From an optimization exercise on the open Yosys and OpenROAD flow, aimed at small area, a short achievable clock period and few clock cycles per item; shortcuts taken in it are not production practice. Function was checked by simulation only, so behaviour that the tests miss may differ from the original.

==> run a <==
==> flow/design.v <==
module steer_hash (
    input              clk,
    input              rst,         
    input              start,       
    input      [63:0]  in_cfg,      
    input      [639:0] in_key,      
    input      [319:0] in_tkey,     
    output reg         done,        
    output     [31:0]  hash
);
    localparam integer K   = 2;                  
    localparam integer QB  = 16 * K;             
    localparam integer NST = (18 + K - 1) / K;   
    localparam [31:0] CRC_POLY = 32'h82F6_3B78;    
    function [31:0] crc_col(input integer t);
        reg [31:0] v;
        reg        fb;
        integer    n;
        begin
            v = 32'd0;
            for (n = 0; n < QB; n = n + 1) begin
                fb = v[0] ^ (n == t);
                v  = (v >> 1) ^ (fb ? CRC_POLY : 32'd0);
            end
            crc_col = v;
        end
    endfunction
    function [31:0] pad_init(input integer p);
        reg [31:0] c;
        integer    n;
        begin
            c = 32'hFFFF_FFFF;
            for (n = 0; n < 16 * p; n = n + 1)
                c = {c[30:0] ^ (c[31] ? CRC_POLY[30:0] : 31'd0), c[31]};
            pad_init = ~c;
        end
    endfunction
    function integer msg_pos(input integer q);
        integer b;
        begin
            b = 15 - (q % 16);
            msg_pos = 16 * (q / 16) + ((b >= 8) ? (b - 8) : (b + 8));
        end
    endfunction
    function [K-1:0] tcomb(input [K-1:0] a, input [K-1:0] b);
        integer x, y;
        begin
            tcomb = a | b;
            for (x = 1; x < K; x = x + 1)
                for (y = 1; x + y <= K; y = y + 1)
                    tcomb[x+y-1] = tcomb[x+y-1] | (a[x-1] & b[y-1]);
        end
    endfunction
    reg            busy;
    reg            func;         
    reg  [39:0]    rem;          
    reg  [NST-1:0] step;         
    reg  [QB-1:0]  dat;          
    reg  [63:0]    win;          
    reg  [31:0]    acc;          
    wire [39:0]    in_mask = in_cfg[55:16] & {40{in_cfg[63]}};
    wire           c_func  = busy ? func : in_cfg[62];
    wire [39:0]    c_mask  = busy ? rem : in_mask;
    wire [NST-1:0] c_step  = busy ? step : {{(NST-1){1'b0}}, 1'b1};
    wire [5:0]     pnum  = {5'd0, ^in_mask};
    wire           empty = ~|in_mask;
    integer        s, h, lv;
    reg  [K-1:0]   pad;          
    reg  [31:0]    init;         
    integer        p;
    always @(*) begin
        for (p = 0; p < K; p = p + 1)
            pad[p] = busy ? (p == 0) : ((in_cfg[62] ? 6'd0 : pnum) == p);
        init = 32'd0;
        if (!in_cfg[62]) begin
            if (empty)
                init = pad_init(K);      
            else
                for (p = 1; p < K; p = p + 1)
                    init = init | (pad_init(p) & {32{pad[p]}});
        end
    end
    wire [K-1:0] pre [0:6][0:39];
    genvar g, l;
    generate
        for (g = 0; g < 40; g = g + 1) begin : g_leaf
            assign pre[0][g] = (g == 0) ? {K{1'b0}} : {{(K-1){1'b0}}, c_mask[g-1]};
        end
        for (l = 0; l < 6; l = l + 1) begin : g_lvl
            for (g = 0; g < 40; g = g + 1) begin : g_pos
                if ((g >> l) & 1)
                    assign pre[l+1][g] = tcomb(pre[l][((g >> l) << l) - 1], pre[l][g]);
                else
                    assign pre[l+1][g] = pre[l][g];
            end
        end
    endgenerate
    reg  [15:0]    dr [0:K-1];
    reg  [15:0]    ds [0:K-1];
    reg  [QB-1:0]  c_dat;
    reg  [39:0]    rest;
    reg  [K:0]     th;
    integer        i;
    always @(*) begin
        for (i = 0; i < K; i = i + 1) dr[i] = 16'd0;
        for (s = 0; s < 40; s = s + 1) begin
            th = {pre[6][s], 1'b1};
            for (i = 0; i < K; i = i + 1)
                if (c_mask[s] && th[i] && !th[i+1])
                    dr[i] = dr[i] | in_key[639 - 16*s -: 16];
        end
        for (i = 0; i < K; i = i + 1) begin
            ds[i] = 16'd0;
            for (p = 0; p <= i; p = p + 1)
                if (pad[p]) ds[i] = ds[i] | dr[i-p];
            c_dat[QB-1-16*i -: 16] = ds[i];
        end
        rest = 40'd0;
        for (s = 0; s < 40; s = s + 1) begin
            th = {pre[6][s], 1'b1};
            for (p = 0; p < K; p = p + 1)
                if (pad[p] && th[K-p]) rest[s] = c_mask[s];
        end
    end
    reg  [2:0]     sc [0:63];
    always @(*) begin
        for (s = 0; s < 64; s = s + 1)
            sc[s] = (s < 40) ? {2'b00, c_mask[s]} : 3'd0;
        for (lv = 32; lv >= 1; lv = lv / 2)
            for (h = 0; h < lv; h = h + 1)
                sc[h] = {sc[2*h][2] | sc[2*h+1][2] | (sc[2*h][1] & sc[2*h+1][0]) | (sc[2*h][0] & sc[2*h+1][1]),
                         sc[2*h][1] | sc[2*h+1][1] | (sc[2*h][0] & sc[2*h+1][0]),
                         sc[2*h][0] | sc[2*h+1][0]};
    end
    wire           more = sc[0][2];
    reg  [31:0]    fetch;
    reg  [63:0]    c_win;
    integer        st;
    always @(*) begin
        fetch = 32'd0;
        for (st = 1; st < NST; st = st + 1)
            fetch = fetch | (in_tkey[319 - 32*(st+1) -: 32] & {32{c_step[st]}});
        if (busy)
            c_win = {win[31:0], fetch & {32{func}}};
        else
            c_win = in_tkey[319:256] & {64{in_cfg[62]}};
    end
    wire [63:0]    wb = win | {64{~func}};
    reg  [31:0]    arr, col;
    integer        q, b, t;
    always @(*) begin
        arr = 32'd0;
        for (q = 0; q < QB; q = q + 1) begin
            col = crc_col(msg_pos(q));
            for (b = 0; b < 32; b = b + 1)
                arr[b] = arr[b] ^ (dat[QB-1-q] & (col[b] ? wb[32-q+b] : win[32-q+b]));
        end
    end
    wire [31:0]    nxt = arr ^ (func ? acc : 32'hFFFF_FFFF);
    wire [31:0]    c_acc = busy ? nxt : init;
    reg  [QB-1:0]  n_dat;
    always @(*) begin
        for (q = 0; q < QB; q = q + 1) begin
            t = msg_pos(q);
            n_dat[QB-1-q] = c_dat[QB-1-q] ^ ((t < 32) ? (~c_func & ~c_acc[t]) : 1'b0);
        end
    end
    always @(posedge clk) begin
        if (rst) begin
            busy <= 1'b0;
            done <= 1'b0;
        end else begin
            done <= 1'b0;
            if (start || busy) begin
                busy <= more;
                done <= ~more;
            end
        end
        func <= c_func;
        rem  <= rest;
        step <= c_step << 1;
        dat  <= n_dat;
        win  <= c_win;
        acc  <= c_acc;
    end
    assign hash = nxt;
endmodule
==> flow/flow/run.sh <==
#!/bin/bash
# Standard ORFS layout; port buffers use the smallest buffer cell.
set -o pipefail
bash standard.sh "BUFFER_PORTS_ARGS=-buffer_cell sky130_fd_sc_hd__buf_1" finish > standard_flow.log 2>&1
==> flow/standard.sh <==
#!/bin/bash
# synth_recipe.tcl (not shown) runs the flow's synth.tcl, then flattens the netlist and writes it again
# the make line also repeats each setting of config.mk as NAME=value (left out here)
make -C /OpenROAD-flow-scripts/flow DESIGN_CONFIG=/design/flow/config.mk WORK_HOME=/design/flow/orfs CLKGATE_MAP_FILE= SYNTH_SCRIPT=/design/flow/synth_recipe.tcl "${@:-finish}"
==> flow/config.mk <==
export PLATFORM = sky130hd
export DESIGN_NAME = steer_hash
export DESIGN_NICKNAME = steer_hash
export VERILOG_FILES = /design/flow/design.v
export SDC_FILE = /design/flow/constraint.sdc
export NUM_CORES = 4
export LEC_CHECK = 0
export CAP_MARGIN = 20
export CELL_PAD_IN_SITES_DETAIL_PLACEMENT = 1
export CELL_PAD_IN_SITES_GLOBAL_PLACEMENT = 2
export CORE_AREA = 5 5 415 415
export DIE_AREA = 0 0 420 420
export PLACE_DENSITY = 0.4
export SETUP_SLACK_MARGIN = 4.0
export SLEW_MARGIN = 20
export TNS_END_PERCENT = 10
==> flow/constraint.sdc <==
create_clock -name core_clock -period 9.0 [get_ports {clk}]
set_input_delay 1.8000 -clock core_clock [delete_from_list [all_inputs] [get_ports {clk}]]
set_output_delay 1.8000 -clock core_clock [all_outputs]
set_load 0.01 [all_outputs]
==> inputs of run b, as changes to run a <==
==> flow/design.v, changed modules only <==
module steer_hash (
    input              clk,
    input              rst,         
    input              start,       
    input      [63:0]  in_cfg,      
    input      [639:0] in_key,      
    input      [319:0] in_tkey,     
    output reg         done,        
    output     [31:0]  hash
);
    localparam integer K   = 2;                  
    localparam integer QB  = 16 * K;             
    localparam integer NST = (18 + K - 1) / K;   
    localparam [31:0] CRC_POLY = 32'h82F6_3B78;    
    function [31:0] crc_col(input integer t);
        reg [31:0] v;
        reg        fb;
        integer    n;
        begin
            v = 32'd0;
            for (n = 0; n < QB; n = n + 1) begin
                fb = v[0] ^ (n == t);
                v  = (v >> 1) ^ (fb ? CRC_POLY : 32'd0);
            end
            crc_col = v;
        end
    endfunction
    function [31:0] pad_init(input integer p);
        reg [31:0] c;
        integer    n;
        begin
            c = 32'hFFFF_FFFF;
            for (n = 0; n < 16 * p; n = n + 1)
                c = {c[30:0] ^ (c[31] ? CRC_POLY[30:0] : 31'd0), c[31]};
            pad_init = ~c;
        end
    endfunction
    function integer msg_pos(input integer q);
        integer b;
        begin
            b = 15 - (q % 16);
            msg_pos = 16 * (q / 16) + ((b >= 8) ? (b - 8) : (b + 8));
        end
    endfunction
    function [K-1:0] tcomb(input [K-1:0] a, input [K-1:0] b);
        integer x, y;
        begin
            tcomb = a | b;
            for (x = 1; x < K; x = x + 1)
                for (y = 1; x + y <= K; y = y + 1)
                    tcomb[x+y-1] = tcomb[x+y-1] | (a[x-1] & b[y-1]);
        end
    endfunction
    reg            busy;
    reg            func;         
    reg  [39:0]    rem;          
    reg  [NST-1:0] step;         
    reg  [QB-1:0]  dat;          
    reg  [63:0]    win;          
    reg  [31:0]    acc;          
    wire [39:0]    in_mask = in_cfg[55:16] & {40{in_cfg[63]}};
    wire           c_func  = busy ? func : in_cfg[62];
    wire [39:0]    c_mask  = busy ? rem : in_mask;
    wire [NST-1:0] c_step  = busy ? step : {{(NST-1){1'b0}}, 1'b1};
    reg  [2:0]     pc [0:63];
    integer        s, h, lv;
    always @(*) begin
        for (s = 0; s < 64; s = s + 1)
            pc[s] = (s < 40) ? {2'd0, in_mask[s]} : 3'd0;
        for (lv = 32; lv >= 1; lv = lv / 2)
            for (h = 0; h < lv; h = h + 1)
                pc[h] = (pc[2*h] + pc[2*h+1]) % K;
    end
    wire [5:0]     pnum  = (K - pc[0]) % K;
    wire           empty = ~|in_mask;
    reg  [K-1:0]   pad;          
    reg  [31:0]    init;         
    integer        p;
    always @(*) begin
        for (p = 0; p < K; p = p + 1)
            pad[p] = busy ? (p == 0) : ((in_cfg[62] ? 6'd0 : pnum) == p);
        init = 32'd0;
        if (!in_cfg[62]) begin
            if (empty)
                init = pad_init(K);      
            else
                for (p = 1; p < K; p = p + 1)
                    init = init | (pad_init(p) & {32{pad[p]}});
        end
    end
    wire [K-1:0] pre [0:6][0:39];
    genvar g, l;
    generate
        for (g = 0; g < 40; g = g + 1) begin : g_leaf
            assign pre[0][g] = (g == 0) ? {K{1'b0}} : {{(K-1){1'b0}}, c_mask[g-1]};
        end
        for (l = 0; l < 6; l = l + 1) begin : g_lvl
            for (g = 0; g < 40; g = g + 1) begin : g_pos
                if ((g >> l) & 1)
                    assign pre[l+1][g] = tcomb(pre[l][((g >> l) << l) - 1], pre[l][g]);
                else
                    assign pre[l+1][g] = pre[l][g];
            end
        end
    endgenerate
    reg  [15:0]    dr [0:K-1];
    reg  [15:0]    ds [0:K-1];
    reg  [QB-1:0]  c_dat;
    reg  [39:0]    rest;
    reg  [K:0]     th;
    integer        i;
    always @(*) begin
        for (i = 0; i < K; i = i + 1) dr[i] = 16'd0;
        for (s = 0; s < 40; s = s + 1) begin
            th = {pre[6][s], 1'b1};
            for (i = 0; i < K; i = i + 1)
                if (c_mask[s] && th[i] && !th[i+1])
                    dr[i] = dr[i] | in_key[639 - 16*s -: 16];
        end
        for (i = 0; i < K; i = i + 1) begin
            ds[i] = 16'd0;
            for (p = 0; p <= i; p = p + 1)
                if (pad[p]) ds[i] = ds[i] | dr[i-p];
            c_dat[QB-1-16*i -: 16] = ds[i];
        end
        rest = 40'd0;
        for (s = 0; s < 40; s = s + 1) begin
            th = {pre[6][s], 1'b1};
            for (p = 0; p < K; p = p + 1)
                if (pad[p] && th[K-p]) rest[s] = c_mask[s];
        end
    end
    reg  [31:0]    fetch;
    reg  [63:0]    c_win;
    integer        st;
    always @(*) begin
        fetch = 32'd0;
        for (st = 1; st < NST; st = st + 1)
            fetch = fetch | (in_tkey[319 - 32*(st+1) -: 32] & {32{c_step[st]}});
        if (busy)
            c_win = {win[31:0], fetch & {32{func}}};
        else
            c_win = in_tkey[319:256] & {64{in_cfg[62]}};
    end
    wire [63:0]    wb = win | {64{~func}};
    reg  [QB-1:0]  y;
    reg  [31:0]    arr, col;
    integer        q, b, t;
    always @(*) begin
        arr = 32'd0;
        for (q = 0; q < QB; q = q + 1) begin
            t    = msg_pos(q);
            y[q] = dat[QB-1-q] ^ ((t < 32) ? (~func & ~acc[t]) : 1'b0);
            col  = crc_col(t);
            for (b = 0; b < 32; b = b + 1)
                arr[b] = arr[b] ^ (y[q] & (col[b] ? wb[32-q+b] : win[32-q+b]));
        end
    end
    wire [31:0]    nxt = arr ^ (func ? acc : 32'hFFFF_FFFF);
    always @(posedge clk) begin
        if (rst) begin
            busy <= 1'b0;
            done <= 1'b0;
        end else begin
            done <= 1'b0;
            if (start || busy) begin
                busy <= |rest;
                done <= ~|rest;
            end
        end
        func <= c_func;
        rem  <= rest;
        step <= c_step << 1;
        dat  <= c_dat;
        win  <= c_win;
        acc  <= busy ? nxt : init;
    end
    assign hash = nxt;
endmodule
==> flow/run.sh (new file) <==
#!/bin/bash
# synth_recipe.tcl (not shown) runs the flow's synth.tcl, then flattens the netlist and writes it again
# the make line also repeats each setting of config.mk as NAME=value (left out here)
make -C /OpenROAD-flow-scripts/flow DESIGN_CONFIG=/design/flow/config.mk WORK_HOME=/design/flow/orfs CLKGATE_MAP_FILE= SYNTH_SCRIPT=/design/flow/synth_recipe.tcl finish
Settings changed: SETUP_SLACK_MARGIN 4.0 to 3.0, TNS_END_PERCENT 10 to not set.
removed: flow/flow/run.sh
removed: flow/standard.sh
==> notes <==
Hold slack: run a is higher than run b (0.045 ns). Between run a and run b, the lower register-to-register slack is in run b (gap 0.86 ns). Between run a and run b, the lower core utilization is in run a (gap 2.7 points). In run a the count of clock-buffer cells in the layout is lower than in run b, by 1. Clock skew: run b is higher than run a (0.0093 ns). Critical path depth is the same in run b and run a. In run b the setup slack is worse than in run a, by 0.59 ns.
Testbench counts of run a, summed over its fixed seeds: cycles 30,055, hashes 4,800.
Testbench counts of run b, summed over its fixed seeds: cycles 30,055, hashes 4,800.

==> port drivers added, routing unchanged <==
The results above use ideal ports. As a check the final layouts listed here were re-extracted and re-timed, cells and wires unchanged.
Step 1, drivers: a clkbuf_16 drives clk and a buf_2 each remaining input, both assumed.
Step 2 adds t to the input delays and takes it off the output delays; t is the mean of the earliest and latest rising clock arrival at the registers after step 1. Input paths then give back, and output paths get back, about the clock's delay inside the block.
Slacks: ideal ports / drivers / drivers and shift; pairs: ideal ports / drivers.
| run | t (ns) | setup slack, ns | pins driven straight from the clock port |
|---|---|---|---|
| run a | 0.585 | 3.406 / 3.415 / 2.829 | 1 |
| run b | 0.677 | 2.818 / 2.712 / 2.334 | 1 |
After both steps every run listed still meets setup and hold. For run a, which loses most, drivers alone change the setup slack by +0.009 ns; drivers and shift together by -0.577 ns.
